This is an optimization exercise on Yosys and OpenROAD, whose aim is small area and a short achievable clock period, not a production implementation. No run shown here included a check of the RTL's function; only the layout flow was run. Power is estimated from default activity; no workload was simulated.

==> flow/design.v (outline; a module is shown in full before it is edited, if it fits) <==
// module ce_dalu: 266 lines
// module ce_dalu_mac: 940 lines
// module ce_dalu_add41: 121 lines
// module ce_dalu_add16: 53 lines
// module ce_dalu_inc16: 54 lines
// module ce_dalu_cmp16: 54 lines
module ce_dalu (
    input  wire        clk,
    input  wire        rst,          
    input  wire        ins_valid,    
    input  wire [31:0] ins,          
    input  wire [2:0]  rd_sel,       
    output wire [15:0] rd_data,
    output wire [39:0] acc,          
    output wire [4:0]  flags         
);
  // ...
==> flow/flow/run.sh <==
#!/bin/bash
# Standard layout, with plain buffers (not delay cells) on the ports.
set -euo pipefail
bash standard.sh BUFFER_PORTS_ARGS="-buffer_cell sky130_fd_sc_hd__buf_2" finish > make.log 2>&1
==> flow/standard.sh <==
#!/bin/bash
# synth_recipe.tcl (not shown) runs the flow's synth.tcl, then flattens the netlist and writes it again
# the make line also repeats each setting of config.mk as NAME=value (left out here)
make -C /OpenROAD-flow-scripts/flow DESIGN_CONFIG=/design/flow/config.mk WORK_HOME=/design/flow/orfs CLKGATE_MAP_FILE= SYNTH_SCRIPT=/design/flow/synth_recipe.tcl "${@:-finish}"
==> flow/config.mk <==
export PLATFORM = sky130hd
export DESIGN_NAME = ce_dalu
export DESIGN_NICKNAME = ce_dalu
export VERILOG_FILES = /design/flow/design.v
export SDC_FILE = /design/flow/constraint.sdc
export NUM_CORES = 8
export LEC_CHECK = 0
export ABC_AREA = 1
export CAP_MARGIN = 20
export CORE_MARGIN = 2
export CORE_UTILIZATION = 45
export CTS_CLUSTER_DIAMETER = 50
export CTS_CLUSTER_SIZE = 10
export SLEW_MARGIN = 20
==> flow/constraint.sdc <==
create_clock -name core_clock -period 20.0 [get_ports {clk}]
set_input_delay 4.0000 -clock core_clock [delete_from_list [all_inputs] [get_ports {clk}]]
set_output_delay 4.0000 -clock core_clock [all_outputs]
set_load 0.01 [all_outputs]
==> results.py, run 1 <==
metrics = {
    "status": {
        "status": "complete, no violations",
    },
    "pwr": {
        "p_leak_nw": 13.6,
        "power_frac_seq_pct": 25.2,
        "power.total_mw": 2.30,
        "powerSeq_mw": 0.579,
    },
    "detailed_routing": {
        "wl_met1_um": 55700,
        "wl_um": 141000,
        "via_per_inst": 6.43,
        "wl_met3_um": 19400,
    },
    "critical_path": {
        "cp_num_buf_inv": 5,
        "crit_path_end": "flags[1]",
        "slowest_stage": "o41ai_1",
        "path_max_fanout": 5,
    },
    "synthesis": {
        "synthXorXnorAreaFrac_pct": 5.83,
        "synth.area.top_cells": "edfxtp_1 14%, fa_1 11%, nand2_1 9.9%",
        "synth_mux_area_share_pct": 0.177,
        "async_flop_share_pct": 0,
        "synth_top_area_share_pct": 13.6,
    },
    "cells_and_area": {
        "seq_cells": 216,
        "top_register": "cs_s",
    },
    "clocking": {
        "cts_hold_buffers": 0,
        "ctsResizeCount": 0,
        "cts_tree": "yes",
    },
    "floorplanning": {
        "rows": 91,
        "initial_utilization_pct": 45.6,
        "die_y_um": 254,
    },
    "placed_design": {
        "io_buffers": 98,
    },
    "global_route": {
        "grt.busiest_layer": "met2",
    },
}
==> inputs of run 2 (changes only) <==
==> flow/flow/run.sh (replaced) <==
#!/bin/bash
# Standard layout with plain buffers (not delay cells) on the ports, and the
# resizer's timing repair asked for more setup slack than the standard flow.
set -euo pipefail
bash standard.sh BUFFER_PORTS_ARGS="-buffer_cell sky130_fd_sc_hd__buf_2" \
    SETUP_SLACK_MARGIN=10 TNS_END_PERCENT=0 finish > make.log 2>&1
==> run 2 against run 1 <==
- still clean
- critical path depth is 19 lower
- via count is 0.40% higher
- register-to-register slack better by 1200 ps
- non-clock buffer count is 12 higher
- worst setup slack better by 1600 ps
- final cell count is 0.22% higher
- hold slack worse by 1.4 ps
- global-route usage is 0.087 points higher
- clock power hardly changed
- largest cell class unchanged
==> results.py, run 2 <==
metrics = {
    "status": {
        "status": "complete, no violations",
    },
    "global_route": {
        "grt_use_total_pct": 42.9,
        "grt_start_max_net_pins": 83,
        "grt_pass1_wl_um": 202000,
        "first_global_vias": 29200,
        "grt_overflow_total": 0,
        "antenna_found_initial": 4,
    },
    "synthesis": {
        "ys_seq_area_share_pct": 19.9,
        "synth_fp_nets": 4419,
        "synth_commonest_cells": "746 x nand2_1, 506 x inv_1, 341 x nor2_1",
        "ys.flop_type": "edfxtp_1",
        "synth_top_area_share_pct": 13.6,
        "synth_edf_count": 128,
        "yosysMostFrequentCell": "nand2_1",
        "synth.area.top_cells": "edfxtp_1 14%, fa_1 11%, nand2_1 9.9%",
        "ys_types": 64,
        "netlist_instances": 4105,
        "synth-seq-cells": 216,
        "syn_area_um2": 28200,
        "async_flop_share_pct": 0,
        "yosysWarningCount": 1,
        "yosysTopAreaCell": "edfxtp_1",
        "syn_area_per_cell_um2": 6.87,
    },
    "flow_run": {
        "max_cap_violations": 0,
    },
    "detailed_routing": {
        "wl_um": 141000,
        "vias": 32100,
        "wire_per_inst_um": 28.3,
        "via_per_inst": 6.44,
        "drtPass1Iterations": 10,
        "antenna_left": 0,
        "first_iter_violations": 5170,
        "drc": 0,
    },
    "floorplanning": {
        "core_area_um2": 61800,
        "die_area_um2": 64700,
        "die_y_um": 254,
        "rows": 91,
        "ios": 99,
        "die_w_um": 254,
        "initial_utilization_pct": 45.6,
    },
    "placed_design": {
        "io_buffers": 98,
        "finalWeightedCongestion": 1.06,
        "place_inst": 4913,
        "dp_hpwl_um": 105000,
        "placed_area_um2": 29500,
    },
    "clocking": {
        "htree_levels": 2,
        "cts_tree": "yes",
        "cts_hold_buffers": 0,
        "clock_sinks": 216,
        "root_buffer": "clkbuf_16",
        "clk_pin_slew_worst_paths_ps": 50,
        "clkLatencyLatePin_ps": 620,
        "cts_buffers": 40,
        "cts_buffer_depth": 3,
    },
    "timing": {
        "finalSetupTns_ps": 0,
        "finalClockSkew_ps": 36.4,
        "setup_violations": 0,
        "hold_viol": 0,
        "slew-limit-headroom_pct": 24.1,
        "max_freq_ghz": 0.0991,
        "rsz0062_at_grt": "true",
        "worst_slew_pin_slew_ps": 1130,
        "period_share_pct": 50.4,
        "drv_slew": 0,
        "fin_crit_ps": 10090,
        "holdWs_ps": 463,
    },
    "critical_path": {
        "slowest_stage": "clkinvlp_4",
        "crit_top_cell": "nand2_1",
        "worstSetupStartpointType": "input port",
        "crit_chain": "buf_2 -> nor2_1 -> nand2_1 -> clkinvlp_4 -> nand2_1 -> nand2_1 -> a21oi_1 -> o221ai_1 -> buf_2",
        "crit_arrival_ps": 6090,
        "worstSetupPathType": "in2out",
        "critPathCaptureType": "primary output",
        "critical-path-max-stage-delay_ps": 490,
        "r2r_slack_ps": 12030,
        "required_ps": 16000,
        "path_max_fanout": 13,
    },
    "min_path": {
        "min_path_type": "reg2reg",
    },
    "cells_and_area": {
        "top_register": "cs_s",
        "reg.largest.list": "cs_s: 41 flops, cs_c: 40 flops",
        "final_cell_mix": "741 x nand2_1, 500 x inv_1, 324 x nor2_1, 313 x nand3_1, 294 x a21oi_1",
        "instances_no_fill": 4993,
        "mostFrequentLayoutCell": "nand2_1",
        "drive_above_1_share_pct": 11.7,
        "syn_to_final_growth_pct": 11.3,
        "final_nets": 4444,
        "final_area_um2": 31400,
        "nFillCells": 6479,
        "largest_reg_flops": 41,
    },
    "pwr": {
        "power.density_nw_per_um2": 74.3,
        "p_leak_nw": 13.7,
        "ir_drop_mv": 0.0735,
        "power.total_mw": 2.33,
    },
}
[run 2: cells by family after synthesis]
logic type | share of synthesized area, %
mux | 0.177
buf+inv | 11.4
xor+xnor | 5.83
flops | 19.9
compound gates | 20.5
simple gates | 25.9
fa+ha+maj | 16.3
[run 2: path summary, 6_finish.rpt]
kind,startpoint,to,cells past startpoint
setup / recovery,rd_sel[1],rd_data[7],9
hold / removal,cs_c[29],cs_c[29],2
setup reg to reg,cs_s[0],d0[6],40
hold reg to reg,cs_c[29],cs_c[29],2
[run 2: critical path: cells and delay by family]
kind,cells,cell delay (ps)
buffers and inverters,3,900
AND/OR/NAND/NOR,4,690
AO/OA/AOI/OAI,2,470
[run 2: final cells by class]
cell class | instances | area (µm²) | share of cell area [%]
Multi-Input combinational cell | 3104 | 19900 | 63.3
Timing Repair Buffer | 211 | 1360 | 4.34
Tap cell | 837 | 1050 | 3.34
Clock buffer | 41 | 1010 | 3.23
Inverter | 557 | 2160 | 6.87
Sequential cell | 216 | 5610 | 17.9
Clock inverter | 25 | 323 | 1.03
Antenna cell | 2 | 5.00 | 0.0159
[run 2: through the flow]
stage	utilization, %	setup WS, ps
finish	50.8	9910
global route	50.8	9810
CTS	50.2	9850
detailed placement	47.8	8340
global placement	47.8	8400
floorplan	-	10720
[run 2: repair_timing]
action                                  in CTS  in global routing
gates resized for setup                     39                 69
pin swaps                                    4                 11
buffers inserted                             2                 10
endpoints found under the setup margin     145                172
[run 2: power breakdown]
group          leakage [nW]  internal [mW]  switching (mW)
clock network         0.647          0.427           0.274
logic                  11.0          0.301           0.751
registers              2.03          0.532          0.0462
[run 2: routing by layer]
layer | GRT usage, % | part of all wire (%)
met5 | 1.43 | 0.11
met4 | 22.5 | 6.3
met3 | 13.7 | 13
met2 | 61.2 | 41
met1 | 57.6 | 40
==> module ce_dalu, before the edit <==
module ce_dalu (
    input  wire        clk,
    input  wire        rst,          
    input  wire        ins_valid,    
    input  wire [31:0] ins,          
    input  wire [2:0]  rd_sel,       
    output wire [15:0] rd_data,
    output wire [39:0] acc,          
    output wire [4:0]  flags         
);
    localparam [5:0] OP_LDI  = 6'h07, OP_MOV  = 6'h08, OP_MTS  = 6'h09;
    localparam [5:0] OP_MPY  = 6'h10, OP_MAC  = 6'h11, OP_MSU  = 6'h12;
    localparam [5:0] OP_MPYI = 6'h13, OP_MACI = 6'h14, OP_CLRA = 6'h15;
    localparam [5:0] OP_LDA  = 6'h16, OP_ADDA = 6'h17, OP_SUBA = 6'h18;
    localparam [5:0] OP_RND  = 6'h19, OP_SHRA = 6'h1A, OP_SHLA = 6'h1B;
    localparam [5:0] OP_ADD  = 6'h20, OP_SUB  = 6'h21, OP_ADDI = 6'h22;
    localparam [5:0] OP_AND  = 6'h23, OP_OR   = 6'h24, OP_XOR  = 6'h25;
    localparam [5:0] OP_SHL  = 6'h26, OP_SHR  = 6'h27, OP_CMP  = 6'h28;
    localparam [5:0] OP_CMPI = 6'h29, OP_MIN  = 6'h2A, OP_MAX  = 6'h2B;
    localparam [5:0] OP_LIM  = 6'h2C, OP_NEG  = 6'h2D, OP_ABS  = 6'h2E;
    reg [15:0] d0, d1, d2, d3, d4, d5, d6, d7;
    reg [40:0] cs_s, cs_c;                         
    reg        f_n, f_z, f_v, f_c, f_sat;
    reg        f_na, f_za, f_va;                   
    wire [40:0] acc_x;                             
    wire        acc_co;
    wire [40:0] acc_p, acc_g;
    ce_dalu_add41 u_accadd (.a(cs_s), .b(cs_c), .s(acc_x), .p(acc_p), .g(acc_g), .co(acc_co));
    wire [39:0] acc_r = acc_x[39:0];
    function [15:0] rdmux;
        input [2:0] s;
        input [15:0] r0, r1, r2, r3, r4, r5, r6, r7;
        begin
            rdmux = ({16{s == 3'd0}} & r0) | ({16{s == 3'd1}} & r1) |
                    ({16{s == 3'd2}} & r2) | ({16{s == 3'd3}} & r3) |
                    ({16{s == 3'd4}} & r4) | ({16{s == 3'd5}} & r5) |
                    ({16{s == 3'd6}} & r6) | ({16{s == 3'd7}} & r7);
        end
    endfunction
    wire [5:0]  op   = ins[31:26];
    wire [2:0]  fd   = ins[25:23];
    wire [2:0]  fa   = ins[22:20];
    wire [2:0]  fb   = ins[19:17];
    wire        s_r  = ins[16];
    wire        s_i  = ins[19];
    wire [15:0] imm  = ins[15:0];
    wire [15:0] da = rdmux(fa, d0, d1, d2, d3, d4, d5, d6, d7);
    wire [15:0] db = rdmux(fb, d0, d1, d2, d3, d4, d5, d6, d7);
    wire [15:0] dd = rdmux(fd, d0, d1, d2, d3, d4, d5, d6, d7);
    assign rd_data = rdmux(rd_sel, d0, d1, d2, d3, d4, d5, d6, d7);
    assign acc     = acc_r;
    assign flags   = {f_sat, f_c,
                      f_va ? (acc_x[40] ^ acc_x[39]) : f_v,
                      f_za ? (acc_r == 40'd0) : f_z,
                      f_na ? acc_r[39] : f_n};
    wire ex = ins_valid & ~rst;
    wire i_ldi  = (op == OP_LDI);
    wire i_mov  = (op == OP_MOV);
    wire i_mts  = (op == OP_MTS) & (ins[22:17] == 6'd24);
    wire i_mpy  = (op == OP_MPY);
    wire i_mac  = (op == OP_MAC);
    wire i_msu  = (op == OP_MSU);
    wire i_mpyi = (op == OP_MPYI);
    wire i_maci = (op == OP_MACI);
    wire i_clra = (op == OP_CLRA);
    wire i_lda  = (op == OP_LDA);
    wire i_adda = (op == OP_ADDA);
    wire i_suba = (op == OP_SUBA);
    wire i_rnd  = (op == OP_RND);
    wire i_shra = (op == OP_SHRA);
    wire i_shla = (op == OP_SHLA);
    wire i_add  = (op == OP_ADD);
    wire i_sub  = (op == OP_SUB);
    wire i_addi = (op == OP_ADDI);
    wire i_and  = (op == OP_AND);
    wire i_or   = (op == OP_OR);
    wire i_xor  = (op == OP_XOR);
    wire i_shl  = (op == OP_SHL);
    wire i_shr  = (op == OP_SHR);
    wire i_cmp  = (op == OP_CMP);
    wire i_cmpi = (op == OP_CMPI);
    wire i_min  = (op == OP_MIN);
    wire i_max  = (op == OP_MAX);
    wire i_lim  = (op == OP_LIM);
    wire i_neg  = (op == OP_NEG);
    wire i_abs  = (op == OP_ABS);
    wire g_mul = i_mpy | i_mac | i_msu | i_mpyi | i_maci;
    wire g_hi  = i_lda | i_adda | i_suba;
    wire g_acc = g_mul | g_hi | i_clra;
    wire u_acc = i_mac | i_msu | i_maci | i_adda | i_suba;
    wire m_sub = i_msu | i_suba;
    wire m_x2  = i_mpy | i_mac | i_msu | g_hi;
    wire [16:0] mx = m_x2 ? {da, 1'b0} : {da[15], da};
    reg [7:0] b_one, b_two, b_neg;
    integer k;
    reg     b2, b1, b0;
    always @(*) begin
        for (k = 0; k < 8; k = k + 1) begin
            b2 = db[2*k+1];
            b1 = db[2*k];
            b0 = (k == 0) ? 1'b0 : db[2*k-1];
            b_one[k] = g_mul & (b1 ^ b0);
            b_two[k] = (g_mul & ((b2 & ~b1 & ~b0) | (~b2 & b1 & b0))) | (g_hi & (k == 7));
            b_neg[k] = (g_mul & (b2 ^ m_sub)) | (g_hi & (k == 7) & m_sub);
        end
    end
    wire [40:0] a_op = {acc_r[39], acc_r} & {41{u_acc}};
    wire [40:0] t_s, t_c;
    ce_dalu_mac u_mac (.x(mx), .one(b_one), .two(b_two), .neg(b_neg),
                       .a(a_op), .s0(t_s), .s1(t_c));
    function [39:0] rev40;
        input [39:0] x;
        integer j;
        begin
            for (j = 0; j < 40; j = j + 1) rev40[j] = x[39-j];
        end
    endfunction
    function [15:0] rev16;
        input [15:0] x;
        integer j;
        begin
            for (j = 0; j < 16; j = j + 1) rev16[j] = x[15-j];
        end
    endfunction
    wire        over39 = imm[5] & (imm[4] | imm[3]);
    wire [5:0]  amt_a  = over39 ? 6'd39 : imm[5:0];
    wire        sh_acc = i_shra | i_shla;
    wire [5:0]  sh_amt = sh_acc ? amt_a : {2'b00, imm[3:0]};
    wire [39:0] acc_rv = rev40(acc_r);
    wire [39:0] sh_in;
    assign sh_in[23:0]  = i_shla ? acc_rv[23:0] : acc_r[23:0];
    assign sh_in[39:24] = i_shla ? acc_rv[39:24] :
                          i_shr  ? da :
                          i_shl  ? rev16(da) : acc_r[39:24];
    wire        sh_fill = i_shra ? acc_r[39] : (i_shr & ~imm[4] & da[15]);
    wire [39:0] sh_1   = sh_amt[0] ? {sh_fill, sh_in[39:1]} : sh_in;
    wire [39:0] sh_2   = sh_amt[1] ? {{2{sh_fill}}, sh_1[39:2]} : sh_1;
    wire [39:0] sh_3   = sh_amt[2] ? {{4{sh_fill}}, sh_2[39:4]} : sh_2;
    wire [39:0] sh_4   = sh_amt[3] ? {{8{sh_fill}}, sh_3[39:8]} : sh_3;
    wire [39:0] sh_5   = sh_amt[4] ? {{16{sh_fill}}, sh_4[39:16]} : sh_4;
    wire [39:0] sh_out = sh_amt[5] ? {{32{sh_fill}}, sh_5[39:32]} : sh_5;
    wire [39:0] acc_shf = i_shla ? rev40(sh_out) : sh_out;
    reg  [39:0] ga;
    integer q;
    always @(*) begin
        ga[39] = 1'b0;
        for (q = 38; q >= 0; q = q - 1)
            ga[q] = ga[q+1] | (acc_r[q] ^ acc_r[39]);
    end
    wire shla_v = ga[6'd39 - amt_a];
    reg  [15:0] gd;
    always @(*) begin
        gd[15] = 1'b0;
        for (q = 14; q >= 0; q = q - 1)
            gd[q] = gd[q+1] | (da[q] ^ da[15]);
    end
    wire        shl_ovf = gd[4'd15 - imm[3:0]];
    wire [15:0] shl_raw = rev16(sh_out[39:24]);
    wire [15:0] r_shl   = (shl_ovf & s_i) ? {da[15], {15{~da[15]}}} : shl_raw;
    wire [15:0] r_shr   = sh_out[39:24];
    wire [15:0] rnd_v;
    wire [15:0] rnd_p, rnd_g;
    wire        rnd_co;
    ce_dalu_inc16 u_rnd (.a(acc_r[31:16]), .b(16'd0), .ci(acc_r[15]),
                         .s(rnd_v), .p(rnd_p), .g(rnd_g), .co(rnd_co));
    wire        r_ones  = &acc_r[30:15];
    wire        rnd_hi  = ~acc_r[39] & ((|acc_r[38:31]) | r_ones);
    wire        rnd_lo  =  acc_r[39] & ~(&acc_r[38:31]) &
                          ~((&acc_r[38:32]) & ~acc_r[31] & r_ones);
    wire        rnd_sat = s_r & (rnd_hi | rnd_lo);
    wire [15:0] r_rnd   = rnd_sat ? {rnd_lo, {15{rnd_hi}}} : rnd_v;
    wire a_zero = i_neg | i_abs;
    wire a_imm  = i_addi | i_cmpi;
    wire a_da   = i_neg | i_abs;
    wire a_inv  = i_sub | i_cmp | i_cmpi | i_neg | (i_abs & da[15]) |
                  i_min | i_max | i_lim;
    wire [15:0] al  = a_zero ? 16'd0 : da;
    wire [15:0] ar0 = a_imm ? imm : a_da ? da : db;
    wire [15:0] ar  = ar0 ^ {16{a_inv}};
    wire [15:0] asum, a_p, a_g;
    wire        a_c16;
    ce_dalu_add16 u_alu (.a(al), .b(ar), .ci(a_inv), .s(asum), .p(a_p), .g(a_g), .co(a_c16));
    wire        a_x16 = al[15] ^ ar[15] ^ a_c16;           
    wire        a_ovf = a_x16 ^ asum[15];
    wire        a_s   = (i_addi ? s_i : s_r) & ~(i_cmp | i_cmpi);
    wire [15:0] r_add = (a_ovf & a_s) ? {a_x16, {15{~a_x16}}} : asum;
    wire        c_alu = (i_add | i_addi) ? a_c16 : ~a_c16;
    wire [15:0] c1_s, c1_p, c1_g, c2_s, c2_p, c2_g;
    wire        c1_co, c2_co;
    ce_dalu_cmp16 u_cmp1 (.a({~dd[15], dd[14:0]}), .b({da[15], ~da[14:0]}), .ci(1'b1),
                          .s(c1_s), .p(c1_p), .g(c1_g), .co(c1_co));
    ce_dalu_cmp16 u_cmp2 (.a({~db[15], db[14:0]}), .b({dd[15], ~dd[14:0]}), .ci(1'b1),
                          .s(c2_s), .p(c2_p), .g(c2_g), .co(c2_co));
    wire lt_ab = a_x16;                                     
    wire lt_da = ~c1_co;                                    
    wire gt_db = ~c2_co;                                    
    wire gt_ab = ~lt_ab & (asum != 16'd0);                  
    wire sel_a = i_mov | (i_min & lt_ab) | (i_max & ~lt_ab) | (i_lim & ~gt_ab & lt_da);
    wire sel_b = (i_min & ~lt_ab) | (i_max & lt_ab) | (i_lim & (gt_ab | (~lt_da & gt_db)));
    wire sel_d = i_lim & ~gt_ab & ~lt_da & ~gt_db;
    wire g_add = i_add | i_sub | i_addi | i_cmp | i_cmpi | i_neg | i_abs;
    wire [15:0] wd = ({16{i_ldi}} & imm) |
                     ({16{sel_a}} & da) | ({16{sel_b}} & db) | ({16{sel_d}} & dd) |
                     ({16{i_rnd}} & r_rnd) |
                     ({16{g_add}} & r_add) |
                     ({16{i_and | i_or}} & a_g) |
                     ({16{i_or | i_xor}} & a_p) |
                     ({16{i_shl}} & r_shl) |
                     ({16{i_shr}} & r_shr);
    wire wd_z = (wd == 16'd0);
    wire wr_d = i_ldi | i_mov | i_rnd | i_add | i_sub | i_addi | i_and | i_or |
                i_xor | i_shl | i_shr | i_min | i_max | i_lim | i_neg | i_abs;
    wire [15:0] wdat = wd & {16{~rst}};
    wire        we   = ex & wr_d;
    always @(posedge clk) begin
        if (rst | (we & (fd == 3'd0))) d0 <= wdat;
        if (rst | (we & (fd == 3'd1))) d1 <= wdat;
        if (rst | (we & (fd == 3'd2))) d2 <= wdat;
        if (rst | (we & (fd == 3'd3))) d3 <= wdat;
        if (rst | (we & (fd == 3'd4))) d4 <= wdat;
        if (rst | (we & (fd == 3'd5))) d5 <= wdat;
        if (rst | (we & (fd == 3'd6))) d6 <= wdat;
        if (rst | (we & (fd == 3'd7))) d7 <= wdat;
    end
    always @(posedge clk) begin
        if (rst) begin
            cs_s <= 41'd0;
            cs_c <= 41'd0;
        end else if (ex & g_acc) begin
            cs_s <= t_s;
            cs_c <= t_c;
        end else if (ex & sh_acc) begin
            cs_s <= {1'b0, acc_shf};
            cs_c <= 41'd0;
        end
    end
    wire g_nz16 = i_rnd | g_add | i_and | i_or | i_xor | i_shl | i_shr |
                  i_min | i_max | i_lim;
    wire v_upd16 = g_add | i_and | i_or | i_xor | i_shl | i_shr;
    wire v16 = (g_add & a_ovf) | (i_shl & shl_ovf);
    wire sat16 = (g_add & a_ovf & a_s) | (i_shl & shl_ovf & s_i) | (i_rnd & rnd_sat);
    wire c16 = (i_add | i_addi | i_sub | i_cmp | i_cmpi) & c_alu;
    always @(posedge clk) begin
        if (rst) begin
            f_n <= 1'b0; f_z <= 1'b0; f_v <= 1'b0; f_c <= 1'b0; f_sat <= 1'b0;
            f_na <= 1'b0; f_za <= 1'b0; f_va <= 1'b0;
        end else if (ex) begin
            if (i_mts) begin
                f_n <= dd[0]; f_z <= dd[1]; f_v <= dd[2]; f_c <= dd[3]; f_sat <= dd[4];
                f_na <= 1'b0; f_za <= 1'b0; f_va <= 1'b0;
            end else if (g_acc) begin
                f_na <= 1'b1; f_za <= 1'b1; f_va <= 1'b1; f_c <= 1'b0;
            end else if (sh_acc) begin
                f_na <= 1'b1; f_za <= 1'b1; f_va <= 1'b0; f_c <= 1'b0;
                f_v <= i_shla & shla_v;
            end else if (g_nz16) begin
                f_n <= wd[15]; f_z <= wd_z; f_c <= c16;
                f_na <= 1'b0; f_za <= 1'b0;
                if (v_upd16) begin
                    f_v <= v16; f_va <= 1'b0;
                end
                if (sat16) f_sat <= 1'b1;
            end
        end
    end
endmodule
==> module ce_dalu_add41, before the edit <==
module ce_dalu_add41 (
    input  wire [40:0] a,
    input  wire [40:0] b,
    output wire [40:0] s,
    output wire [40:0] p,    
    output wire [40:0] g,    
    output wire        co
);
    assign p = a ^ b;
    assign g = a & b;
    wire G0 = g[1] | (p[1] & g[0]);
    wire G1 = g[2] | (p[2] & G0);
    wire G2 = g[4] | (p[4] & g[3]);
    wire P2 = p[4] & p[3];
    wire G3 = g[5] | (p[5] & G2);
    wire P3 = p[5] & P2;
    wire G4 = g[7] | (p[7] & g[6]);
    wire P4 = p[7] & p[6];
    wire G5 = g[8] | (p[8] & G4);
    wire P5 = p[8] & P4;
    wire G6 = g[10] | (p[10] & g[9]);
    wire P6 = p[10] & p[9];
    wire G7 = g[11] | (p[11] & G6);
    wire P7 = p[11] & P6;
    wire G8 = g[13] | (p[13] & g[12]);
    wire P8 = p[13] & p[12];
    wire G9 = g[14] | (p[14] & G8);
    wire P9 = p[14] & P8;
    wire G10 = g[16] | (p[16] & g[15]);
    wire P10 = p[16] & p[15];
    wire G11 = g[17] | (p[17] & G10);
    wire P11 = p[17] & P10;
    wire G12 = g[19] | (p[19] & g[18]);
    wire P12 = p[19] & p[18];
    wire G13 = g[20] | (p[20] & G12);
    wire P13 = p[20] & P12;
    wire G14 = g[22] | (p[22] & g[21]);
    wire P14 = p[22] & p[21];
    wire G15 = g[23] | (p[23] & G14);
    wire P15 = p[23] & P14;
    wire G16 = g[25] | (p[25] & g[24]);
    wire P16 = p[25] & p[24];
    wire G17 = g[26] | (p[26] & G16);
    wire P17 = p[26] & P16;
    wire G18 = g[28] | (p[28] & g[27]);
    wire P18 = p[28] & p[27];
    wire G19 = g[29] | (p[29] & G18);
    wire P19 = p[29] & P18;
    wire G20 = g[31] | (p[31] & g[30]);
    wire P20 = p[31] & p[30];
    wire G21 = g[32] | (p[32] & G20);
    wire P21 = p[32] & P20;
    wire G22 = g[34] | (p[34] & g[33]);
    wire P22 = p[34] & p[33];
    wire G23 = g[35] | (p[35] & G22);
    wire P23 = p[35] & P22;
    wire G24 = g[37] | (p[37] & g[36]);
    wire P24 = p[37] & p[36];
    wire G25 = g[38] | (p[38] & G24);
    wire P25 = p[38] & P24;
    wire G26 = g[40] | (p[40] & g[39]);
    wire P26 = p[40] & p[39];
    wire G27 = G3 | (P3 & G1);
    wire G28 = G7 | (P7 & G5);
    wire P28 = P7 & P5;
    wire G29 = G11 | (P11 & G9);
    wire P29 = P11 & P9;
    wire G30 = G15 | (P15 & G13);
    wire P30 = P15 & P13;
    wire G31 = G19 | (P19 & G17);
    wire P31 = P19 & P17;
    wire G32 = G23 | (P23 & G21);
    wire P32 = P23 & P21;
    wire G33 = G26 | (P26 & G25);
    wire P33 = P26 & P25;
    wire G34 = G28 | (P28 & G27);
    wire G35 = G30 | (P30 & G29);
    wire P35 = P30 & P29;
    wire G36 = G32 | (P32 & G31);
    wire P36 = P32 & P31;
    wire G37 = G35 | (P35 & G34);
    wire G38 = G36 | (P36 & G37);
    wire G39 = G29 | (P29 & G34);
    wire G40 = G31 | (P31 & G37);
    wire G41 = G33 | (P33 & G38);
    wire G42 = G5 | (P5 & G27);
    wire G43 = G9 | (P9 & G34);
    wire G44 = G13 | (P13 & G39);
    wire G45 = G17 | (P17 & G37);
    wire G46 = G21 | (P21 & G40);
    wire G47 = G25 | (P25 & G38);
    wire G48 = g[1] | (p[1] & g[0]);
    wire G49 = g[3] | (p[3] & G1);
    wire G50 = g[4] | (p[4] & G49);
    wire G51 = g[6] | (p[6] & G27);
    wire G52 = g[7] | (p[7] & G51);
    wire G53 = g[9] | (p[9] & G42);
    wire G54 = g[10] | (p[10] & G53);
    wire G55 = g[12] | (p[12] & G34);
    wire G56 = g[13] | (p[13] & G55);
    wire G57 = g[15] | (p[15] & G43);
    wire G58 = g[16] | (p[16] & G57);
    wire G59 = g[18] | (p[18] & G39);
    wire G60 = g[19] | (p[19] & G59);
    wire G61 = g[21] | (p[21] & G44);
    wire G62 = g[22] | (p[22] & G61);
    wire G63 = g[24] | (p[24] & G37);
    wire G64 = g[25] | (p[25] & G63);
    wire G65 = g[27] | (p[27] & G45);
    wire G66 = g[28] | (p[28] & G65);
    wire G67 = g[30] | (p[30] & G40);
    wire G68 = g[31] | (p[31] & G67);
    wire G69 = g[33] | (p[33] & G46);
    wire G70 = g[34] | (p[34] & G69);
    wire G71 = g[36] | (p[36] & G38);
    wire G72 = g[37] | (p[37] & G71);
    wire G73 = g[39] | (p[39] & G47);
    wire [40:0] c = {G73, G47, G72, G71, G38, G70, G69, G46, G68, G67, G40, G66, G65, G45, G64, G63, G37, G62, G61, G44, G60, G59, G39, G58, G57, G43, G56, G55, G34, G54, G53, G42, G52, G51, G27, G50, G49, G1, G48, g[0], 1'b0};
    assign s = p ^ c;
    assign co = G41;
endmodule
==> module ce_dalu_add16, before the edit <==
module ce_dalu_add16 (
    input  wire [15:0] a,
    input  wire [15:0] b,
    input  wire        ci,
    output wire [15:0] s,
    output wire [15:0] p,    
    output wire [15:0] g,    
    output wire        co
);
    assign p = a ^ b;
    assign g = a & b;
    wire gc0 = g[0] | (p[0] & ci);
    wire G0 = g[1] | (p[1] & gc0);
    wire G1 = g[3] | (p[3] & g[2]);
    wire P1 = p[3] & p[2];
    wire G2 = g[5] | (p[5] & g[4]);
    wire P2 = p[5] & p[4];
    wire G3 = g[7] | (p[7] & g[6]);
    wire P3 = p[7] & p[6];
    wire G4 = g[9] | (p[9] & g[8]);
    wire P4 = p[9] & p[8];
    wire G5 = g[11] | (p[11] & g[10]);
    wire P5 = p[11] & p[10];
    wire G6 = g[13] | (p[13] & g[12]);
    wire P6 = p[13] & p[12];
    wire G7 = g[15] | (p[15] & g[14]);
    wire P7 = p[15] & p[14];
    wire G8 = G1 | (P1 & G0);
    wire G9 = G3 | (P3 & G2);
    wire P9 = P3 & P2;
    wire G10 = G5 | (P5 & G4);
    wire P10 = P5 & P4;
    wire G11 = G7 | (P7 & G6);
    wire P11 = P7 & P6;
    wire G12 = G9 | (P9 & G8);
    wire G13 = G11 | (P11 & G10);
    wire P13 = P11 & P10;
    wire G14 = G13 | (P13 & G12);
    wire G15 = G10 | (P10 & G12);
    wire G16 = G2 | (P2 & G8);
    wire G17 = G4 | (P4 & G12);
    wire G18 = G6 | (P6 & G15);
    wire G19 = g[2] | (p[2] & G0);
    wire G20 = g[4] | (p[4] & G8);
    wire G21 = g[6] | (p[6] & G16);
    wire G22 = g[8] | (p[8] & G12);
    wire G23 = g[10] | (p[10] & G17);
    wire G24 = g[12] | (p[12] & G15);
    wire G25 = g[14] | (p[14] & G18);
    wire [15:0] c = {G25, G18, G24, G15, G23, G17, G22, G12, G21, G16, G20, G8, G19, G0, gc0, ci};
    assign s = p ^ c;
    assign co = G14;
endmodule
==> module ce_dalu_cmp16, before the edit <==
module ce_dalu_cmp16 (
    input  wire [15:0] a,
    input  wire [15:0] b,
    input  wire        ci,
    output wire [15:0] s,
    output wire [15:0] p,    
    output wire [15:0] g,    
    output wire        co
);
    assign p = a ^ b;
    assign g = a & b;
    wire gc0 = g[0] | (p[0] & ci);
    wire G0 = g[1] | (p[1] & gc0);
    wire G1 = g[2] | (p[2] & G0);
    wire G2 = g[3] | (p[3] & G1);
    wire G3 = g[5] | (p[5] & g[4]);
    wire P3 = p[5] & p[4];
    wire G4 = g[6] | (p[6] & G3);
    wire P4 = p[6] & P3;
    wire G5 = g[7] | (p[7] & G4);
    wire P5 = p[7] & P4;
    wire G6 = g[9] | (p[9] & g[8]);
    wire P6 = p[9] & p[8];
    wire G7 = g[10] | (p[10] & G6);
    wire P7 = p[10] & P6;
    wire G8 = g[11] | (p[11] & G7);
    wire P8 = p[11] & P7;
    wire G9 = g[13] | (p[13] & g[12]);
    wire P9 = p[13] & p[12];
    wire G10 = g[14] | (p[14] & G9);
    wire P10 = p[14] & P9;
    wire G11 = g[15] | (p[15] & G10);
    wire P11 = p[15] & P10;
    wire G12 = G5 | (P5 & G2);
    wire G13 = G11 | (P11 & G8);
    wire P13 = P11 & P8;
    wire G14 = G13 | (P13 & G12);
    wire G15 = G8 | (P8 & G12);
    wire G16 = g[1] | (p[1] & gc0);
    wire G17 = g[1] | (p[1] & gc0);
    wire G18 = g[2] | (p[2] & G17);
    wire G19 = g[4] | (p[4] & G2);
    wire G20 = g[5] | (p[5] & G19);
    wire G21 = g[6] | (p[6] & G20);
    wire G22 = g[8] | (p[8] & G12);
    wire G23 = g[9] | (p[9] & G22);
    wire G24 = g[10] | (p[10] & G23);
    wire G25 = g[12] | (p[12] & G15);
    wire G26 = g[13] | (p[13] & G25);
    wire G27 = g[14] | (p[14] & G26);
    wire [15:0] c = {G27, G26, G25, G15, G24, G23, G22, G12, G21, G20, G19, G2, G18, G16, gc0, ci};
    assign s = p ^ c;
    assign co = G14;
endmodule
==> inputs of run 3 (changes only) <==
--- a/flow/design.v
+++ b/flow/design.v
@@ -184,6 +184,9 @@
     wire        a_ovf = a_x16 ^ asum[15];
     wire        a_s   = (i_addi ? s_i : s_r) & ~(i_cmp | i_cmpi);
     wire [15:0] r_add = (a_ovf & a_s) ? {a_x16, {15{~a_x16}}} : asum;
+    wire [15:0] a_k   = al | ar;
+    wire        a_z   = &(~(a_p ^ {a_k[14:0], a_inv}));
+    wire        z_add = a_z & ~(a_ovf & a_s);
     wire        c_alu = (i_add | i_addi) ? a_c16 : ~a_c16;
     wire [15:0] c1_s, c1_p, c1_g, c2_s, c2_p, c2_g;
     wire        c1_co, c2_co;
@@ -199,15 +202,15 @@
     wire sel_b = (i_min & ~lt_ab) | (i_max & lt_ab) | (i_lim & (gt_ab | (~lt_da & gt_db)));
     wire sel_d = i_lim & ~gt_ab & ~lt_da & ~gt_db;
     wire g_add = i_add | i_sub | i_addi | i_cmp | i_cmpi | i_neg | i_abs;
-    wire [15:0] wd = ({16{i_ldi}} & imm) |
+    wire [15:0] wd_o = ({16{i_ldi}} & imm) |
                      ({16{sel_a}} & da) | ({16{sel_b}} & db) | ({16{sel_d}} & dd) |
                      ({16{i_rnd}} & r_rnd) |
-                     ({16{g_add}} & r_add) |
                      ({16{i_and | i_or}} & a_g) |
                      ({16{i_or | i_xor}} & a_p) |
                      ({16{i_shl}} & r_shl) |
                      ({16{i_shr}} & r_shr);
-    wire wd_z = (wd == 16'd0);
+    wire [15:0] wd   = ({16{g_add}} & r_add) | wd_o;
+    wire        wd_z = g_add ? z_add : (wd_o == 16'd0);
     wire wr_d = i_ldi | i_mov | i_rnd | i_add | i_sub | i_addi | i_and | i_or |
                 i_xor | i_shl | i_shr | i_min | i_max | i_lim | i_neg | i_abs;
     wire [15:0] wdat = wd & {16{~rst}};
@@ -1215,115 +1218,114 @@
     assign p = a ^ b;
     assign g = a & b;
     wire G0 = g[1] | (p[1] & g[0]);
-    wire G1 = g[2] | (p[2] & G0);
-    wire G2 = g[4] | (p[4] & g[3]);
-    wire P2 = p[4] & p[3];
-    wire G3 = g[5] | (p[5] & G2);
-    wire P3 = p[5] & P2;
-    wire G4 = g[7] | (p[7] & g[6]);
-    wire P4 = p[7] & p[6];
-    wire G5 = g[8] | (p[8] & G4);
-    wire P5 = p[8] & P4;
-    wire G6 = g[10] | (p[10] & g[9]);
-    wire P6 = p[10] & p[9];
-    wire G7 = g[11] | (p[11] & G6);
-    wire P7 = p[11] & P6;
-    wire G8 = g[13] | (p[13] & g[12]);
-    wire P8 = p[13] & p[12];
-    wire G9 = g[14] | (p[14] & G8);
-    wire P9 = p[14] & P8;
-    wire G10 = g[16] | (p[16] & g[15]);
-    wire P10 = p[16] & p[15];
-    wire G11 = g[17] | (p[17] & G10);
-    wire P11 = p[17] & P10;
-    wire G12 = g[19] | (p[19] & g[18]);
-    wire P12 = p[19] & p[18];
-    wire G13 = g[20] | (p[20] & G12);
-    wire P13 = p[20] & P12;
-    wire G14 = g[22] | (p[22] & g[21]);
-    wire P14 = p[22] & p[21];
-    wire G15 = g[23] | (p[23] & G14);
-    wire P15 = p[23] & P14;
-    wire G16 = g[25] | (p[25] & g[24]);
-    wire P16 = p[25] & p[24];
-    wire G17 = g[26] | (p[26] & G16);
-    wire P17 = p[26] & P16;
-    wire G18 = g[28] | (p[28] & g[27]);
-    wire P18 = p[28] & p[27];
-    wire G19 = g[29] | (p[29] & G18);
-    wire P19 = p[29] & P18;
-    wire G20 = g[31] | (p[31] & g[30]);
-    wire P20 = p[31] & p[30];
-    wire G21 = g[32] | (p[32] & G20);
-    wire P21 = p[32] & P20;
-    wire G22 = g[34] | (p[34] & g[33]);
-    wire P22 = p[34] & p[33];
-    wire G23 = g[35] | (p[35] & G22);
-    wire P23 = p[35] & P22;
-    wire G24 = g[37] | (p[37] & g[36]);
-    wire P24 = p[37] & p[36];
-    wire G25 = g[38] | (p[38] & G24);
-    wire P25 = p[38] & P24;
-    wire G26 = g[40] | (p[40] & g[39]);
-    wire P26 = p[40] & p[39];
-    wire G27 = G3 | (P3 & G1);
-    wire G28 = G7 | (P7 & G5);
-    wire P28 = P7 & P5;
-    wire G29 = G11 | (P11 & G9);
-    wire P29 = P11 & P9;
-    wire G30 = G15 | (P15 & G13);
-    wire P30 = P15 & P13;
-    wire G31 = G19 | (P19 & G17);
-    wire P31 = P19 & P17;
-    wire G32 = G23 | (P23 & G21);
-    wire P32 = P23 & P21;
-    wire G33 = G26 | (P26 & G25);
-    wire P33 = P26 & P25;
-    wire G34 = G28 | (P28 & G27);
-    wire G35 = G30 | (P30 & G29);
-    wire P35 = P30 & P29;
-    wire G36 = G32 | (P32 & G31);
-    wire P36 = P32 & P31;
-    wire G37 = G35 | (P35 & G34);
-    wire G38 = G36 | (P36 & G37);
-    wire G39 = G29 | (P29 & G34);
-    wire G40 = G31 | (P31 & G37);
-    wire G41 = G33 | (P33 & G38);
-    wire G42 = G5 | (P5 & G27);
-    wire G43 = G9 | (P9 & G34);
-    wire G44 = G13 | (P13 & G39);
-    wire G45 = G17 | (P17 & G37);
-    wire G46 = G21 | (P21 & G40);
-    wire G47 = G25 | (P25 & G38);
-    wire G48 = g[1] | (p[1] & g[0]);
-    wire G49 = g[3] | (p[3] & G1);
-    wire G50 = g[4] | (p[4] & G49);
-    wire G51 = g[6] | (p[6] & G27);
-    wire G52 = g[7] | (p[7] & G51);
-    wire G53 = g[9] | (p[9] & G42);
-    wire G54 = g[10] | (p[10] & G53);
-    wire G55 = g[12] | (p[12] & G34);
-    wire G56 = g[13] | (p[13] & G55);
-    wire G57 = g[15] | (p[15] & G43);
-    wire G58 = g[16] | (p[16] & G57);
-    wire G59 = g[18] | (p[18] & G39);
-    wire G60 = g[19] | (p[19] & G59);
-    wire G61 = g[21] | (p[21] & G44);
-    wire G62 = g[22] | (p[22] & G61);
-    wire G63 = g[24] | (p[24] & G37);
-    wire G64 = g[25] | (p[25] & G63);
-    wire G65 = g[27] | (p[27] & G45);
-    wire G66 = g[28] | (p[28] & G65);
-    wire G67 = g[30] | (p[30] & G40);
-    wire G68 = g[31] | (p[31] & G67);
-    wire G69 = g[33] | (p[33] & G46);
-    wire G70 = g[34] | (p[34] & G69);
-    wire G71 = g[36] | (p[36] & G38);
-    wire G72 = g[37] | (p[37] & G71);
-    wire G73 = g[39] | (p[39] & G47);
-    wire [40:0] c = {G73, G47, G72, G71, G38, G70, G69, G46, G68, G67, G40, G66, G65, G45, G64, G63, G37, G62, G61, G44, G60, G59, G39, G58, G57, G43, G56, G55, G34, G54, G53, G42, G52, G51, G27, G50, G49, G1, G48, g[0], 1'b0};
+    wire G1 = g[3] | (p[3] & g[2]);
+    wire P1 = p[3] & p[2];
+    wire G2 = g[5] | (p[5] & g[4]);
+    wire P2 = p[5] & p[4];
+    wire G3 = g[7] | (p[7] & g[6]);
+    wire P3 = p[7] & p[6];
+    wire G4 = g[9] | (p[9] & g[8]);
+    wire P4 = p[9] & p[8];
+    wire G5 = g[11] | (p[11] & g[10]);
+    wire P5 = p[11] & p[10];
+    wire G6 = g[13] | (p[13] & g[12]);
+    wire P6 = p[13] & p[12];
+    wire G7 = g[15] | (p[15] & g[14]);
+    wire P7 = p[15] & p[14];
+    wire G8 = g[17] | (p[17] & g[16]);
+    wire P8 = p[17] & p[16];
+    wire G9 = g[19] | (p[19] & g[18]);
+    wire P9 = p[19] & p[18];
+    wire G10 = g[21] | (p[21] & g[20]);
+    wire P10 = p[21] & p[20];
+    wire G11 = g[23] | (p[23] & g[22]);
+    wire P11 = p[23] & p[22];
+    wire G12 = g[25] | (p[25] & g[24]);
+    wire P12 = p[25] & p[24];
+    wire G13 = g[27] | (p[27] & g[26]);
+    wire P13 = p[27] & p[26];
+    wire G14 = g[29] | (p[29] & g[28]);
+    wire P14 = p[29] & p[28];
+    wire G15 = g[31] | (p[31] & g[30]);
+    wire P15 = p[31] & p[30];
+    wire G16 = g[33] | (p[33] & g[32]);
+    wire P16 = p[33] & p[32];
+    wire G17 = g[35] | (p[35] & g[34]);
+    wire P17 = p[35] & p[34];
+    wire G18 = g[37] | (p[37] & g[36]);
+    wire P18 = p[37] & p[36];
+    wire G19 = g[39] | (p[39] & g[38]);
+    wire P19 = p[39] & p[38];
+    wire G20 = G1 | (P1 & G0);
+    wire G21 = G3 | (P3 & G2);
+    wire P21 = P3 & P2;
+    wire G22 = G5 | (P5 & G4);
+    wire P22 = P5 & P4;
+    wire G23 = G7 | (P7 & G6);
+    wire P23 = P7 & P6;
+    wire G24 = G9 | (P9 & G8);
+    wire P24 = P9 & P8;
+    wire G25 = G11 | (P11 & G10);
+    wire P25 = P11 & P10;
+    wire G26 = G13 | (P13 & G12);
+    wire P26 = P13 & P12;
+    wire G27 = G15 | (P15 & G14);
+    wire P27 = P15 & P14;
+    wire G28 = G17 | (P17 & G16);
+    wire P28 = P17 & P16;
+    wire G29 = G19 | (P19 & G18);
+    wire P29 = P19 & P18;
+    wire G30 = G21 | (P21 & G20);
+    wire G31 = G23 | (P23 & G22);
+    wire P31 = P23 & P22;
+    wire G32 = G25 | (P25 & G24);
+    wire P32 = P25 & P24;
+    wire G33 = G27 | (P27 & G26);
+    wire P33 = P27 & P26;
+    wire G34 = G29 | (P29 & G28);
+    wire P34 = P29 & P28;
+    wire G35 = G31 | (P31 & G30);
+    wire G36 = G33 | (P33 & G32);
+    wire P36 = P33 & P32;
+    wire G37 = G36 | (P36 & G35);
+    wire G38 = G32 | (P32 & G35);
+    wire G39 = G34 | (P34 & G37);
+    wire G40 = G22 | (P22 & G30);
+    wire G41 = G24 | (P24 & G35);
+    wire G42 = G26 | (P26 & G38);
+    wire G43 = G28 | (P28 & G37);
+    wire G44 = G2 | (P2 & G20);
+    wire G45 = G4 | (P4 & G30);
+    wire G46 = G6 | (P6 & G40);
+    wire G47 = G8 | (P8 & G35);
+    wire G48 = G10 | (P10 & G41);
+    wire G49 = G12 | (P12 & G38);
+    wire G50 = G14 | (P14 & G42);
+    wire G51 = G16 | (P16 & G37);
+    wire G52 = G18 | (P18 & G43);
+    wire G53 = g[2] | (p[2] & G0);
+    wire G54 = g[4] | (p[4] & G20);
+    wire G55 = g[6] | (p[6] & G44);
+    wire G56 = g[8] | (p[8] & G30);
+    wire G57 = g[10] | (p[10] & G45);
+    wire G58 = g[12] | (p[12] & G40);
+    wire G59 = g[14] | (p[14] & G46);
+    wire G60 = g[16] | (p[16] & G35);
+    wire G61 = g[18] | (p[18] & G47);
+    wire G62 = g[20] | (p[20] & G41);
+    wire G63 = g[22] | (p[22] & G48);
+    wire G64 = g[24] | (p[24] & G38);
+    wire G65 = g[26] | (p[26] & G49);
+    wire G66 = g[28] | (p[28] & G42);
+    wire G67 = g[30] | (p[30] & G50);
+    wire G68 = g[32] | (p[32] & G37);
+    wire G69 = g[34] | (p[34] & G51);
+    wire G70 = g[36] | (p[36] & G43);
+    wire G71 = g[38] | (p[38] & G52);
+    wire G72 = g[40] | (p[40] & G39);
+    wire [40:0] c = {G39, G71, G52, G70, G43, G69, G51, G68, G37, G67, G50, G66, G42, G65, G49, G64, G38, G63, G48, G62, G41, G61, G47, G60, G35, G59, G46, G58, G40, G57, G45, G56, G30, G55, G44, G54, G20, G53, G0, g[0], 1'b0};
     assign s = p ^ c;
-    assign co = G41;
+    assign co = G72;
 endmodule
 module ce_dalu_add16 (
     input  wire [15:0] a,
@@ -1338,45 +1340,91 @@
     assign g = a & b;
     wire gc0 = g[0] | (p[0] & ci);
     wire G0 = g[1] | (p[1] & gc0);
-    wire G1 = g[3] | (p[3] & g[2]);
-    wire P1 = p[3] & p[2];
-    wire G2 = g[5] | (p[5] & g[4]);
-    wire P2 = p[5] & p[4];
-    wire G3 = g[7] | (p[7] & g[6]);
-    wire P3 = p[7] & p[6];
-    wire G4 = g[9] | (p[9] & g[8]);
-    wire P4 = p[9] & p[8];
-    wire G5 = g[11] | (p[11] & g[10]);
-    wire P5 = p[11] & p[10];
-    wire G6 = g[13] | (p[13] & g[12]);
-    wire P6 = p[13] & p[12];
-    wire G7 = g[15] | (p[15] & g[14]);
-    wire P7 = p[15] & p[14];
-    wire G8 = G1 | (P1 & G0);
-    wire G9 = G3 | (P3 & G2);
-    wire P9 = P3 & P2;
-    wire G10 = G5 | (P5 & G4);
-    wire P10 = P5 & P4;
-    wire G11 = G7 | (P7 & G6);
-    wire P11 = P7 & P6;
-    wire G12 = G9 | (P9 & G8);
-    wire G13 = G11 | (P11 & G10);
-    wire P13 = P11 & P10;
-    wire G14 = G13 | (P13 & G12);
-    wire G15 = G10 | (P10 & G12);
-    wire G16 = G2 | (P2 & G8);
-    wire G17 = G4 | (P4 & G12);
-    wire G18 = G6 | (P6 & G15);
-    wire G19 = g[2] | (p[2] & G0);
-    wire G20 = g[4] | (p[4] & G8);
-    wire G21 = g[6] | (p[6] & G16);
-    wire G22 = g[8] | (p[8] & G12);
-    wire G23 = g[10] | (p[10] & G17);
-    wire G24 = g[12] | (p[12] & G15);
-    wire G25 = g[14] | (p[14] & G18);
-    wire [15:0] c = {G25, G18, G24, G15, G23, G17, G22, G12, G21, G16, G20, G8, G19, G0, gc0, ci};
+    wire G1 = g[2] | (p[2] & g[1]);
+    wire P1 = p[2] & p[1];
+    wire G2 = g[3] | (p[3] & g[2]);
+    wire P2 = p[3] & p[2];
+    wire G3 = g[4] | (p[4] & g[3]);
+    wire P3 = p[4] & p[3];
+    wire G4 = g[5] | (p[5] & g[4]);
+    wire P4 = p[5] & p[4];
+    wire G5 = g[6] | (p[6] & g[5]);
+    wire P5 = p[6] & p[5];
+    wire G6 = g[7] | (p[7] & g[6]);
+    wire P6 = p[7] & p[6];
+    wire G7 = g[8] | (p[8] & g[7]);
+    wire P7 = p[8] & p[7];
+    wire G8 = g[9] | (p[9] & g[8]);
+    wire P8 = p[9] & p[8];
+    wire G9 = g[10] | (p[10] & g[9]);
+    wire P9 = p[10] & p[9];
+    wire G10 = g[11] | (p[11] & g[10]);
+    wire P10 = p[11] & p[10];
+    wire G11 = g[12] | (p[12] & g[11]);
+    wire P11 = p[12] & p[11];
+    wire G12 = g[13] | (p[13] & g[12]);
+    wire P12 = p[13] & p[12];
+    wire G13 = g[14] | (p[14] & g[13]);
+    wire P13 = p[14] & p[13];
+    wire G14 = g[15] | (p[15] & g[14]);
+    wire P14 = p[15] & p[14];
+    wire G15 = G1 | (P1 & gc0);
+    wire G16 = G2 | (P2 & G0);
+    wire G17 = G3 | (P3 & G1);
+    wire P17 = P3 & P1;
+    wire G18 = G4 | (P4 & G2);
+    wire P18 = P4 & P2;
+    wire G19 = G5 | (P5 & G3);
+    wire P19 = P5 & P3;
+    wire G20 = G6 | (P6 & G4);
+    wire P20 = P6 & P4;
+    wire G21 = G7 | (P7 & G5);
+    wire P21 = P7 & P5;
+    wire G22 = G8 | (P8 & G6);
+    wire P22 = P8 & P6;
+    wire G23 = G9 | (P9 & G7);
+    wire P23 = P9 & P7;
+    wire G24 = G10 | (P10 & G8);
+    wire P24 = P10 & P8;
+    wire G25 = G11 | (P11 & G9);
+    wire P25 = P11 & P9;
+    wire G26 = G12 | (P12 & G10);
+    wire P26 = P12 & P10;
+    wire G27 = G13 | (P13 & G11);
+    wire P27 = P13 & P11;
+    wire G28 = G14 | (P14 & G12);
+    wire P28 = P14 & P12;
+    wire G29 = G17 | (P17 & gc0);
+    wire G30 = G18 | (P18 & G0);
+    wire G31 = G19 | (P19 & G15);
+    wire G32 = G20 | (P20 & G16);
+    wire G33 = G21 | (P21 & G17);
+    wire P33 = P21 & P17;
+    wire G34 = G22 | (P22 & G18);
+    wire P34 = P22 & P18;
+    wire G35 = G23 | (P23 & G19);
+    wire P35 = P23 & P19;
+    wire G36 = G24 | (P24 & G20);
+    wire P36 = P24 & P20;
+    wire G37 = G25 | (P25 & G21);
+    wire P37 = P25 & P21;
+    wire G38 = G26 | (P26 & G22);
+    wire P38 = P26 & P22;
+    wire G39 = G27 | (P27 & G23);
+    wire P39 = P27 & P23;
+    wire G40 = G28 | (P28 & G24);
+    wire P40 = P28 & P24;
+    wire G41 = G33 | (P33 & gc0);
+    wire G42 = G34 | (P34 & G0);
+    wire G43 = G35 | (P35 & G15);
+    wire G44 = G36 | (P36 & G16);
+    wire G45 = G37 | (P37 & G29);
+    wire G46 = G38 | (P38 & G30);
+    wire G47 = G39 | (P39 & G31);
+    wire G48 = G40 | (P40 & G32);
+    wire [15:0] c = {G47, G46, G45, G44, G43, G42, G41, G32, G31, G30, G29, G16, G15, G0, gc0, ci};
     assign s = p ^ c;
-    assign co = G14;
+    assign co = G48;
 endmodule
 module ce_dalu_inc16 (
     input  wire [15:0] a,
@@ -1445,44 +1493,43 @@
     assign g = a & b;
     wire gc0 = g[0] | (p[0] & ci);
     wire G0 = g[1] | (p[1] & gc0);
-    wire G1 = g[2] | (p[2] & G0);
-    wire G2 = g[3] | (p[3] & G1);
-    wire G3 = g[5] | (p[5] & g[4]);
-    wire P3 = p[5] & p[4];
-    wire G4 = g[6] | (p[6] & G3);
-    wire P4 = p[6] & P3;
-    wire G5 = g[7] | (p[7] & G4);
-    wire P5 = p[7] & P4;
-    wire G6 = g[9] | (p[9] & g[8]);
-    wire P6 = p[9] & p[8];
-    wire G7 = g[10] | (p[10] & G6);
-    wire P7 = p[10] & P6;
-    wire G8 = g[11] | (p[11] & G7);
-    wire P8 = p[11] & P7;
-    wire G9 = g[13] | (p[13] & g[12]);
-    wire P9 = p[13] & p[12];
-    wire G10 = g[14] | (p[14] & G9);
-    wire P10 = p[14] & P9;
-    wire G11 = g[15] | (p[15] & G10);
-    wire P11 = p[15] & P10;
-    wire G12 = G5 | (P5 & G2);
-    wire G13 = G11 | (P11 & G8);
-    wire P13 = P11 & P8;
+    wire G1 = g[3] | (p[3] & g[2]);
+    wire P1 = p[3] & p[2];
+    wire G2 = g[5] | (p[5] & g[4]);
+    wire P2 = p[5] & p[4];
+    wire G3 = g[7] | (p[7] & g[6]);
+    wire P3 = p[7] & p[6];
+    wire G4 = g[9] | (p[9] & g[8]);
+    wire P4 = p[9] & p[8];
+    wire G5 = g[11] | (p[11] & g[10]);
+    wire P5 = p[11] & p[10];
+    wire G6 = g[13] | (p[13] & g[12]);
+    wire P6 = p[13] & p[12];
+    wire G7 = g[15] | (p[15] & g[14]);
+    wire P7 = p[15] & p[14];
+    wire G8 = G1 | (P1 & G0);
+    wire G9 = G3 | (P3 & G2);
+    wire P9 = P3 & P2;
+    wire G10 = G5 | (P5 & G4);
+    wire P10 = P5 & P4;
+    wire G11 = G7 | (P7 & G6);
+    wire P11 = P7 & P6;
+    wire G12 = G9 | (P9 & G8);
+    wire G13 = G11 | (P11 & G10);
+    wire P13 = P11 & P10;
     wire G14 = G13 | (P13 & G12);
-    wire G15 = G8 | (P8 & G12);
-    wire G16 = g[1] | (p[1] & gc0);
-    wire G17 = g[1] | (p[1] & gc0);
-    wire G18 = g[2] | (p[2] & G17);
-    wire G19 = g[4] | (p[4] & G2);
-    wire G20 = g[5] | (p[5] & G19);
-    wire G21 = g[6] | (p[6] & G20);
+    wire G15 = G10 | (P10 & G12);
+    wire G16 = G2 | (P2 & G8);
+    wire G17 = G4 | (P4 & G12);
+    wire G18 = G6 | (P6 & G15);
+    wire G19 = g[2] | (p[2] & G0);
+    wire G20 = g[4] | (p[4] & G8);
+    wire G21 = g[6] | (p[6] & G16);
     wire G22 = g[8] | (p[8] & G12);
-    wire G23 = g[9] | (p[9] & G22);
-    wire G24 = g[10] | (p[10] & G23);
-    wire G25 = g[12] | (p[12] & G15);
-    wire G26 = g[13] | (p[13] & G25);
-    wire G27 = g[14] | (p[14] & G26);
-    wire [15:0] c = {G27, G26, G25, G15, G24, G23, G22, G12, G21, G20, G19, G2, G18, G16, gc0, ci};
+    wire G23 = g[10] | (p[10] & G17);
+    wire G24 = g[12] | (p[12] & G15);
+    wire G25 = g[14] | (p[14] & G18);
+    wire [15:0] c = {G25, G18, G24, G15, G23, G17, G22, G12, G21, G16, G20, G8, G19, G0, gc0, ci};
     assign s = p ^ c;
     assign co = G14;
 endmodule
==> run 3 against run 2 <==
- still clean on timing, DRC and antenna
- critical path depth is 2 lower
- die area rose by 1.3%
- clock power down 6.8%
- clock-buffer cell count up 2
- first-iteration DRC count shrank 3.0%
- power is 0.31% lower
- non-clock buffer count decreased by 37
- worst setup slack better by 6.2 ps
- combinational power rose by 6%
- synthesized cell count increased by 3.3%
- critical path type unchanged
==> results.py, run 3 <==
metrics = {
    "status": {
        "status": "complete, no violations",
    },
    "clocking": {
        "root_buffer": "clkbuf_16",
        "cts_hold_buffers": 0,
        "clock_sinks": 216,
        "clkLatencyLatePin_ps": 580,
        "clk_pin_slew_worst_paths_ps": 50,
        "cts_buffers": 36,
        "htree_levels": 2,
        "cts_buffer_depth": 3,
        "cts_tree": "yes",
    },
    "detailed_routing": {
        "antenna_left": 0,
        "wire_per_inst_um": 28.1,
        "vias": 32200,
        "wl_um": 144000,
        "drc": 0,
        "drtPass1Iterations": 6,
        "via_per_inst": 6.31,
        "first_iter_violations": 5016,
    },
    "global_route": {
        "grt_use_total_pct": 42.5,
        "antenna_found_initial": 4,
        "grt_start_max_net_pins": 80,
        "grt_pass1_wl_um": 206000,
        "first_global_vias": 29600,
        "grt_overflow_total": 0,
    },
    "pwr": {
        "ir_drop_mv": 0.0718,
        "p_int_mw": 1.25,
        "power.density_nw_per_um2": 74.1,
        "p_sw_mw": 1.08,
        "p_leak_nw": 14.3,
        "pwr-share-comb_pct": 47.6,
        "p_sw_share_pct": 46.3,
        "p_clk_share_pct": 28.1,
        "power_frac_seq_pct": 24.3,
    },
    "timing": {
        "drv_slew": 0,
        "worst_slew_pin_slew_ps": 1280,
        "max_freq_ghz": 0.0992,
        "hold_viol": 0,
        "slew-limit-headroom_pct": 14.4,
        "finalClockSkew_ps": 35.6,
        "finalSetupTns_ps": 0,
        "rsz0062_at_grt": "true",
        "holdWs_ps": 468,
        "fin_crit_ps": 10080,
        "fin_ws_ps": 9920,
        "setup_violations": 0,
        "period_share_pct": 50.4,
    },
    "synthesis": {
        "synth.area.top_cells": "edfxtp_1 13%, nand2_1 11%, fa_1 9.8%",
        "synth_fp_nets": 4557,
        "yosysTopAreaCell": "edfxtp_1",
        "synthXorXnorAreaFrac_pct": 6.12,
        "ys_seq_area_share_pct": 19.6,
        "synth_mux_area_share_pct": 0.140,
        "ys_types": 64,
        "syn_area_um2": 28600,
        "synth_compound_area_share_pct": 21.7,
        "synth_top_family_by_area": "simple AND/OR/NAND/NOR gates",
        "synthSimpleGateAreaFrac_pct": 25.0,
        "netlist_instances": 4240,
        "yosysWarningCount": 1,
        "yosysMostFrequentCell": "nand2_1",
        "synth_commonest_cells": "845 x nand2_1, 578 x inv_1, 349 x nor2_1",
        "synth-seq-cells": 216,
        "ys.flop_type": "edfxtp_1",
        "syn_area_per_cell_um2": 6.74,
        "synth-adder-area-share_pct": 15.9,
        "synth_edf_count": 128,
        "async_flop_share_pct": 0,
        "synth_top_area_share_pct": 13.4,
    },
    "placed_design": {
        "placed_area_um2": 29900,
        "dp_hpwl_um": 108000,
        "pre_cts_slack_ps": 8610,
        "io_buffers": 98,
        "finalWeightedCongestion": 1.04,
        "place_inst": 5035,
    },
    "floorplanning": {
        "initial_utilization_pct": 45.4,
        "die_area_um2": 65600,
        "rows": 92,
        "core_area_um2": 63000,
        "die_y_um": 256,
        "ios": 99,
        "die_w_um": 256,
    },
    "critical_path": {
        "path_max_fanout": 11,
        "critPathCaptureType": "primary output",
        "worstSetupPathType": "in2out",
        "worstSetupStartpointType": "input port",
        "required_ps": 16000,
        "crit_arrival_ps": 6080,
    },
    "cells_and_area": {
        "top_register": "cs_s",
        "final_cell_mix": "842 x nand2_1, 573 x inv_1, 344 x nor2_1, 295 x nand3_1, 275 x a21oi_1",
        "largest_reg_flops": 41,
        "final_area_um2": 31400,
        "instances_no_fill": 5108,
        "mostFrequentLayoutCell": "nand2_1",
        "syn_to_final_growth_pct": 9.65,
        "final_nets": 4551,
        "drive_above_1_share_pct": 9.09,
        "reg.largest.list": "cs_s: 41 flops, cs_c: 40 flops",
    },
    "flow_run": {
        "max_cap_violations": 0,
    },
    "min_path": {
        "min_path_type": "reg2reg",
    },
}
run 3: what timing repair did:
item / CTS / global route
endpoints found under the setup margin: 157 / 134
resized for setup: 25 / 14
pin swaps: 1 / 1
hold endpoints to repair: 0 / 0
buffers inserted: 3 / 4
run 3: layer usage:
metal	up-vias	global-route usage, %	wire length [µm]
met5	-	0	21
met4	4	26.9	10500
met3	504	11.5	19300
met2	2313	60.0	58000
met1	15100	57.2	55800
li1	14400	-	-
run 3: power groups by stage:
stage | clock network, mW | logic [mW] | registers (mW)
final | 0.653 | 1.11 | 0.564
after floorplan | 0 | 0.659 | 0.557
after global placement | 0 | 1.05 | 0.570
after global routing | 0.675 | 1.17 | 0.567
after CTS | 0.656 | 1.05 | 0.561
after detailed placement | 0 | 1.05 | 0.570
run 3: layout make-up:
cell class / instances / area, µm²
timing repair buffer: 174 / 1070
fill: 6595 / 31600
multi-input combinational: 3180 / 20000
inverter: 626 / 2360
tap: 846 / 1060
sequential: 216 / 5610
clock inverter: 20 / 307
clock buffer: 43 / 947
antenna: 3 / 7.51
run 3: stage by stage:
stage / util [%] / total power [mW]
floorplan: - / 1.22
global route: 49.8 / 2.42
CTS: 49.6 / 2.27
finish: 49.8 / 2.32
detailed placement: 47.4 / 1.61
global placement: 47.4 / 1.62
run 3: final timing paths:
kind / from / end / slack [ps] / depth (start not counted)
max: rd_sel[1] / rd_data[3] / 9920 / 7
min: cs_c[27] / cs_c[27] / 470 / 2
max reg2reg: cs_s[0] / f_z / 11240 / 42
min reg2reg: cs_c[27] / cs_c[27] / 470 / 2
run 3: cells by family (layout without fill, tap and decap cells):
group | count (synthesis) | after routing
mux | 4 | 4
fa+ha+maj | 279 | 279
xor+xnor | 199 | 199
compound gates | 1033 | 1033
flops | 216 | 216
other cells | 0 | 3
simple gates | 1665 | 1665
buf+inv | 844 | 863
run 3: worst max-delay path: stages:
cell,delay [ps]
buf_2,140
nor2_1,160
nand2_1,310
inv_1,740
a21oi_1,160
o2111ai_1,300
buf_2,250

[afterwards: timing with drivers on the ports]
In the flow no input, the clock included, has a driving cell. The finished layouts below were timed again as built, in two steps.
Step 1 (the two cells are an assumption about what drives the block):
set clk [get_ports {clk}]
set_driving_cell -lib_cell sky130_fd_sc_hd__clkbuf_16 $clk
set_driving_cell -lib_cell sky130_fd_sc_hd__buf_2 [delete_from_list [all_inputs] $clk]
Step 2 also shifts input and output timing later by t, the mid clock arrival at the registers, as if the neighbouring blocks saw the same clock.
Three values: ideal, step 1, step 2; two values: the first two.
run	t, ns	slack for setup (ns)	hold slack, ns	worst data-port slew with drivers (ns)	pins driven straight from the clock port
run 1	0.663	8.302 / 8.238 / 7.927	0.464 / 0.464 / 0.464	0.05	1
run 2	0.663	9.912 / 9.852 / 9.472	0.463 / 0.463 / 0.463	0.06	1
run 3	0.629	9.918 / 9.900 / 9.389	0.468 / 0.468 / 0.468	0.07	1
After both steps setup and hold are still met in every run listed. For run 3, which loses most, drivers alone change the setup slack by -0.018 ns; drivers and shift together by -0.529 ns.
